Context: an optimization exercise on an open-source flow, tuned for small area and a short achievable clock period. The choices shown serve that exercise and are no tape-out recipe. RTL that was checked went through simulation tests only; none was proved equivalent to the original. No driver is modelled on the clock port, so clocking that relies on it looks cheaper here than on a real chip. Power is estimated from default activity; no workload was simulated.

==> flow/design.v <==
module map_xlate (
    input  wire        clk,
    input  wire        rst,             
    input  wire        cfg_we,
    input  wire [4:0]  cfg_addr,
    input  wire [63:0] cfg_wdata,
    input  wire        req_valid,
    input  wire [39:0] req_addr,
    input  wire        req_kt3,
    output reg         resp_valid,
    output reg  [4:0]  resp_column,
    output reg  [15:0] resp_row,
    output reg  [3:0]  resp_bank,
    output reg  [1:0]  resp_rank,
    output reg  [3:0]  resp_channel,
    output reg  [2:0]  resp_stack,
    output reg  [3:0]  resp_region,
    output reg         resp_unmapped
);
    localparam NREG  = 16;
    localparam NMASK = 13;
    localparam K     = 2;      
    integer n, j;
    reg        rg_mode  [0:NREG-1];
    reg [3:0]  rg_size  [0:NREG-1];    
    reg [9:0]  rg_nb    [0:NREG-1];    
    reg [9:0]  rg_rb    [0:NREG-1];
    reg        rg_lock  [0:NREG-1];
    reg [17:0] mk_mask  [0:NMASK-1];   
    reg        mk_lock  [0:NMASK-1];
    wire [3:0] w_size = cfg_wdata[7:4];
    wire [3:0] w_code = rst             ? 4'd15 :
                        !cfg_wdata[0]   ? 4'd15 :
                        (w_size > 4'd10) ? 4'd10 : w_size;
    wire       w_lock = !rst && cfg_wdata[63];
    reg [NREG-1:0]  en_r;
    reg [NMASK-1:0] en_m;
    reg [3:0] dec_hi;
    reg [7:0] dec_lo;
    always @* begin
        for (n = 0; n < 4; n = n + 1) dec_hi[n] = cfg_we && cfg_addr[4:3] == n;
        for (n = 0; n < 8; n = n + 1) dec_lo[n] = cfg_addr[2:0] == n;
        for (n = 0; n < NREG; n = n + 1)
            en_r[n] = dec_hi[n / 8] && dec_lo[n % 8] && !rg_lock[n];
        for (n = 0; n < NMASK; n = n + 1)
            en_m[n] = dec_hi[(NREG + n) / 8] && dec_lo[(NREG + n) % 8] && !mk_lock[n];
    end
    always @(posedge clk) begin
        for (n = 0; n < NREG; n = n + 1) begin
            if (rst || en_r[n]) begin
                rg_size[n]      <= w_code;
                rg_nb[n][1:0]   <= ~cfg_wdata[17:16];
                rg_lock[n]      <= w_lock;
            end
        end
        for (n = 0; n < NMASK; n = n + 1) begin
            if (rst || en_m[n])
                mk_lock[n] <= w_lock;
        end
    end
    reg                 c_rst;
    reg [NREG-1:0]      c_en_r;
    reg [NMASK-1:0]     c_en_m;
    always @(posedge clk) begin
        c_rst  <= rst;
        c_en_r <= rst ? {NREG{1'b0}}  : en_r;
        c_en_m <= rst ? {NMASK{1'b0}} : en_m;
    end
    reg        q_v;
    reg [39:5] q_a;
    reg        q_k;
    wire [63:0] c_d;
    assign c_d[63:42] = 22'd0;
    assign c_d[41:40] = q_a[15:14];
    assign c_d[39:16] = q_a[39:16];
    assign c_d[15:8]  = 8'd0;
    assign c_d[7:4]   = q_a[12:9];
    assign c_d[3:2]   = 2'd0;
    assign c_d[1]     = q_a[13];
    assign c_d[0]     = 1'b0;
    wire [3:0] c_size = c_d[7:4];
    wire [9:0] c_szm  = (10'd1 << c_size) - 10'd1;
    wire       c_wf   = (c_size <= 4'd10) && ((c_d[25:16] & c_szm) == 10'd0)
                                          && ((c_d[41:32] & c_szm) == 10'd0);
    always @(posedge clk) begin
        for (n = 0; n < NREG; n = n + 1) begin
            if (c_en_r[n]) begin
                rg_mode[n]      <= c_d[1];
                rg_nb[n][9:2]   <= ~c_d[25:18];
                rg_rb[n]        <= {c_d[41:33], c_d[32] | !c_wf};
            end
        end
        for (n = 0; n < NMASK; n = n + 1) begin
            if (c_rst || c_en_m[n])
                mk_mask[n] <= c_rst ? 18'd0 : c_d[38:21];
        end
    end
    reg [9:0] tm [0:NREG-1];
    always @* begin
        for (n = 0; n < NREG; n = n + 1)
            for (j = 0; j < 10; j = j + 1)
                tm[n][j] = (j < rg_size[n]);
    end
    wire [9:0] x0 = req_addr[38:29];
    reg [15:0] c0_d, z0_d;
    reg        c, z, dj;
    always @* begin
        for (n = 0; n < NREG; n = n + 1) begin
            c = 1'b1;
            z = 1'b1;
            for (j = 0; j < K; j = j + 1) begin
                dj = x0[j] ^ rg_nb[n][j] ^ c;
                c  = (x0[j] & rg_nb[n][j]) | ((x0[j] | rg_nb[n][j]) & c);
                z  = z & (!dj | tm[n][j]);
            end
            c0_d[n] = c;
            z0_d[n] = z;
        end
    end
    reg [15:0] q_c, q_z;
    always @(posedge clk) begin
        q_v <= req_valid & ~rst;
        q_a <= cfg_we ? {cfg_wdata[39:16], cfg_wdata[41:40], cfg_wdata[1], cfg_wdata[7:4], req_addr[8:5]}
                      : req_addr[39:5];
        q_k <= req_kt3;
        q_c <= c0_d;
        q_z <= z0_d;
    end
    wire [9:0] x1 = q_a[38:29];
    reg [15:0] hit_d;
    reg        c1, z1, dj1;
    always @* begin
        for (n = 0; n < NREG; n = n + 1) begin
            c1 = q_c[n];
            z1 = q_z[n];
            for (j = K; j < 10; j = j + 1) begin
                dj1 = x1[j] ^ rg_nb[n][j] ^ c1;
                c1 = (x1[j] & rg_nb[n][j]) | ((x1[j] | rg_nb[n][j]) & c1);
                z1 = z1 & (!dj1 | tm[n][j]);
            end
            hit_d[n] = !q_a[39] && (rg_size[n] != 4'd15) && c1 && z1;
        end
    end
    reg        p_v;
    reg [38:5] p_a;
    reg        p_k;
    reg [15:0] hit;
    always @(posedge clk) begin
        p_v <= q_v & ~rst;
        p_a <= q_a[38:5];
        p_k <= q_k;
        hit <= hit_d;
    end
    reg        any, multi;
    reg        s_mode;
    reg [3:0]  s_size, s_reg;
    reg [9:0]  s_rb;
    always @* begin
        any = 1'b0; multi = 1'b0;
        s_mode = 1'b0; s_size = 4'd0; s_rb = 10'd0; s_reg = 4'd0;
        for (n = 0; n < NREG; n = n + 1) begin
            multi  = multi | (any & hit[n]);
            any    = any | hit[n];
            s_mode = s_mode | (hit[n] & rg_mode[n]);
            s_size = s_size | ({4{hit[n]}} & rg_size[n]);
            s_rb   = s_rb   | ({10{hit[n]}} & rg_rb[n]);
            s_reg  = s_reg  | ({4{hit[n]}} & n[3:0]);
        end
    end
    wire s_wf   = (s_size == 4'd0) || !s_rb[0];
    wire mapped = any && !multi && s_wf;      
    reg [9:0] t;
    always @* for (j = 0; j < 10; j = j + 1) t[j] = (j < s_size);
    wire [17:0] a_m = p_a[38:21] & {18{~p_k}};
    reg  [12:0] selbits;
    always @* begin
        for (n = 0; n < NMASK; n = n + 1)
            selbits[n] = p_a[8 + n] ^ (p_k & p_a[23 + n]) ^ (^(a_m & mk_mask[n]));
    end
    wire [22:0] a_sh = p_a[38:16] >> s_size;
    wire [12:0] ord  = a_sh[12:0];
    wire [15:0] ra  = s_mode ? p_a[25:10] : p_a[38:23];
    wire [15:0] row = {(ra[15:6] & t) | s_rb, ra[5:0]};
    always @(posedge clk) begin
        resp_valid    <= p_v & ~rst;
        resp_unmapped <= !mapped;
        resp_region   <= mapped ? s_reg : 4'd0;
        resp_row      <= mapped ? row : 16'd0;
        resp_column   <= mapped ? (s_mode ? p_a[9:5] : {p_a[22:21], p_a[7:5]}) : 5'd0;
        resp_channel  <= mapped ? (s_mode ? ord[9:6]   : selbits[3:0])  : 4'd0;
        resp_stack    <= mapped ? (s_mode ? ord[12:10] : selbits[6:4])  : 3'd0;
        resp_bank     <= mapped ? (s_mode ? ord[3:0]   : selbits[10:7]) : 4'd0;
        resp_rank     <= mapped ? (s_mode ? ord[5:4]   : selbits[12:11]): 2'd0;
    end
endmodule
clock: 16.0 ns
lec_check: 0
cap_margin: 20
core_margin: 2
core_utilization: 55
slew_margin: 55
standard.sh (not shown) runs the stock make flow with config.mk's settings and CLKGATE_MAP_FILE= SYNTH_SCRIPT=/design/flow/synth_recipe.tcl, a recipe that flattens the netlist after the stock synthesis.
==> flow/flow/run.sh <==
#!/bin/bash
# Layout flow: the standard flow (standard.sh: the standard synthesis and
# ORFS steps) with these changes:
# - the buffers that ORFS puts on every input and output port are
#   sky130_fd_sc_hd__buf_4 instead of the slow delay cell (clkdlybuf4s50_1)
#   that buffer_ports picks by default; every port still gets its own buffer;
# - clock tree synthesis runs with ORFS's default arguments plus
#   -dont_use_dummy_load (no dead clock loads) and sinks clustered
#   by up to 20 within 80 um;
# - after clock tree synthesis, flow/post_cts.tcl gives the registers that
#   drive the output ports drive strength 2 (same cell type) and legalizes.
# The full output of the run goes to flow_standard.log here; each ORFS step
# keeps its own log under orfs/logs.
set -euo pipefail
here=$(pwd)
bash standard.sh \
  "BUFFER_PORTS_ARGS=-buffer_cell sky130_fd_sc_hd__buf_4" \
  "CTS_ARGS=-sink_clustering_enable -repair_clock_nets -dont_use_dummy_load -sink_clustering_size 20 -sink_clustering_max_diameter 80" \
  "POST_CTS_TCL=$here/flow/post_cts.tcl" \
  finish > flow_standard.log 2>&1
==> flow/flow/post_cts.tcl <==
# POST_CTS hook: give the registers that drive the output ports a stronger
# drive (sky130_fd_sc_hd__dfxtp_1 -> dfxtp_2, same cell type), then
# legalize the placement again. Nothing else changes.
set block [ord::get_db_block]
set count 0
foreach bterm [$block getBTerms] {
  if {[$bterm getIoType] ne "OUTPUT"} { continue }
  set net [$bterm getNet]
  if {$net eq "NULL"} { continue }
  foreach it [$net getITerms] {
    if {![$it isOutputSignal]} { continue }
    set buf [$it getInst]
    foreach bit [$buf getITerms] {
      if {![$bit isInputSignal]} { continue }
      set inet [$bit getNet]
      if {$inet eq "NULL"} { continue }
      foreach dit [$inet getITerms] {
        if {![$dit isOutputSignal]} { continue }
        set ff [$dit getInst]
        if {[[$ff getMaster] getName] eq "sky130_fd_sc_hd__dfxtp_1"} {
          replace_cell [$ff getName] sky130_fd_sc_hd__dfxtp_2
          incr count
        }
      }
    }
  }
}
puts "post_cts: upsized $count output registers"
detailed_placement
check_placement -verbose
Change:
--- a/flow/design.v
+++ b/flow/design.v
@@ -61,23 +61,13 @@
     reg                 c_rst;
     reg [NREG-1:0]      c_en_r;
     reg [NMASK-1:0]     c_en_m;
+    reg [63:0]          c_d;           
     always @(posedge clk) begin
         c_rst  <= rst;
         c_en_r <= rst ? {NREG{1'b0}}  : en_r;
         c_en_m <= rst ? {NMASK{1'b0}} : en_m;
+        c_d    <= cfg_wdata;
     end
-    reg        q_v;
-    reg [39:5] q_a;
-    reg        q_k;
-    wire [63:0] c_d;
-    assign c_d[63:42] = 22'd0;
-    assign c_d[41:40] = q_a[15:14];
-    assign c_d[39:16] = q_a[39:16];
-    assign c_d[15:8]  = 8'd0;
-    assign c_d[7:4]   = q_a[12:9];
-    assign c_d[3:2]   = 2'd0;
-    assign c_d[1]     = q_a[13];
-    assign c_d[0]     = 1'b0;
     wire [3:0] c_size = c_d[7:4];
     wire [9:0] c_szm  = (10'd1 << c_size) - 10'd1;
     wire       c_wf   = (c_size <= 4'd10) && ((c_d[25:16] & c_szm) == 10'd0)
@@ -117,11 +107,13 @@
             z0_d[n] = z;
         end
     end
+    reg        q_v;
+    reg [39:5] q_a;
+    reg        q_k;
     reg [15:0] q_c, q_z;
     always @(posedge clk) begin
         q_v <= req_valid & ~rst;
-        q_a <= cfg_we ? {cfg_wdata[39:16], cfg_wdata[41:40], cfg_wdata[1], cfg_wdata[7:4], req_addr[8:5]}
-                      : req_addr[39:5];
+        q_a <= req_addr[39:5];
         q_k <= req_kt3;
         q_c <= c0_d;
         q_z <= z0_d;
The new run produced a clean layout.
Final area is higher by 0.67%.
Power is lower by 3.0%.
Core utilization is higher by 0.30 points.
Synthesized area is higher by 0.37%.
Non-clock buffer count is lower by 6.
First-iteration DRC count is higher by 9.9%.
Die area is higher by 0.37%.
Worst hold slack hardly moves.
Routed wire length is higher by 0.96%.
Clock power is higher by about 3%.
Cell count is higher by 0.41%.
Via count is higher by 1.7%.
Sequential power is higher by about 2%.
Only the layout flow was run in the first run of this note; the RTL was not checked for function there.

[static timing again, ports no longer ideal]
Ports are ideal in the flow. The routed layouts listed here were re-timed in OpenROAD.
Step 1 sets driving cells, clkbuf_16 on the clock port and buf_2 on the other inputs (assumed; they add their load-dependent delay and slew).
Step 2 times the ports against the registers' clock, not the clock port: input delays grow and output delays shrink by t, the midpoint of the rising clock arrivals with the driver on.
a / b / c = no drivers / after step 1 / after step 2; a / b = the first two.
| run | t (ns) | setup WS [ns] | worst hold slack (ns) | worst setup path after step 2 | slew at the worst register clock pin (ns) |
|---|---|---|---|---|---|
| the first run | 0.667 | 11.589 / 11.630 / 10.963 | 0.329 / 0.329 / 0.329 | input to register | 0.09 / 0.09 |
| the second run | 0.675 | 11.724 / 11.659 / 11.156 | 0.330 / 0.330 / 0.330 | input to register | 0.09 / 0.09 |
After both steps every run listed still meets setup and hold. For the first run, which loses most, drivers alone change the setup slack by +0.041 ns; drivers and shift together by -0.626 ns.
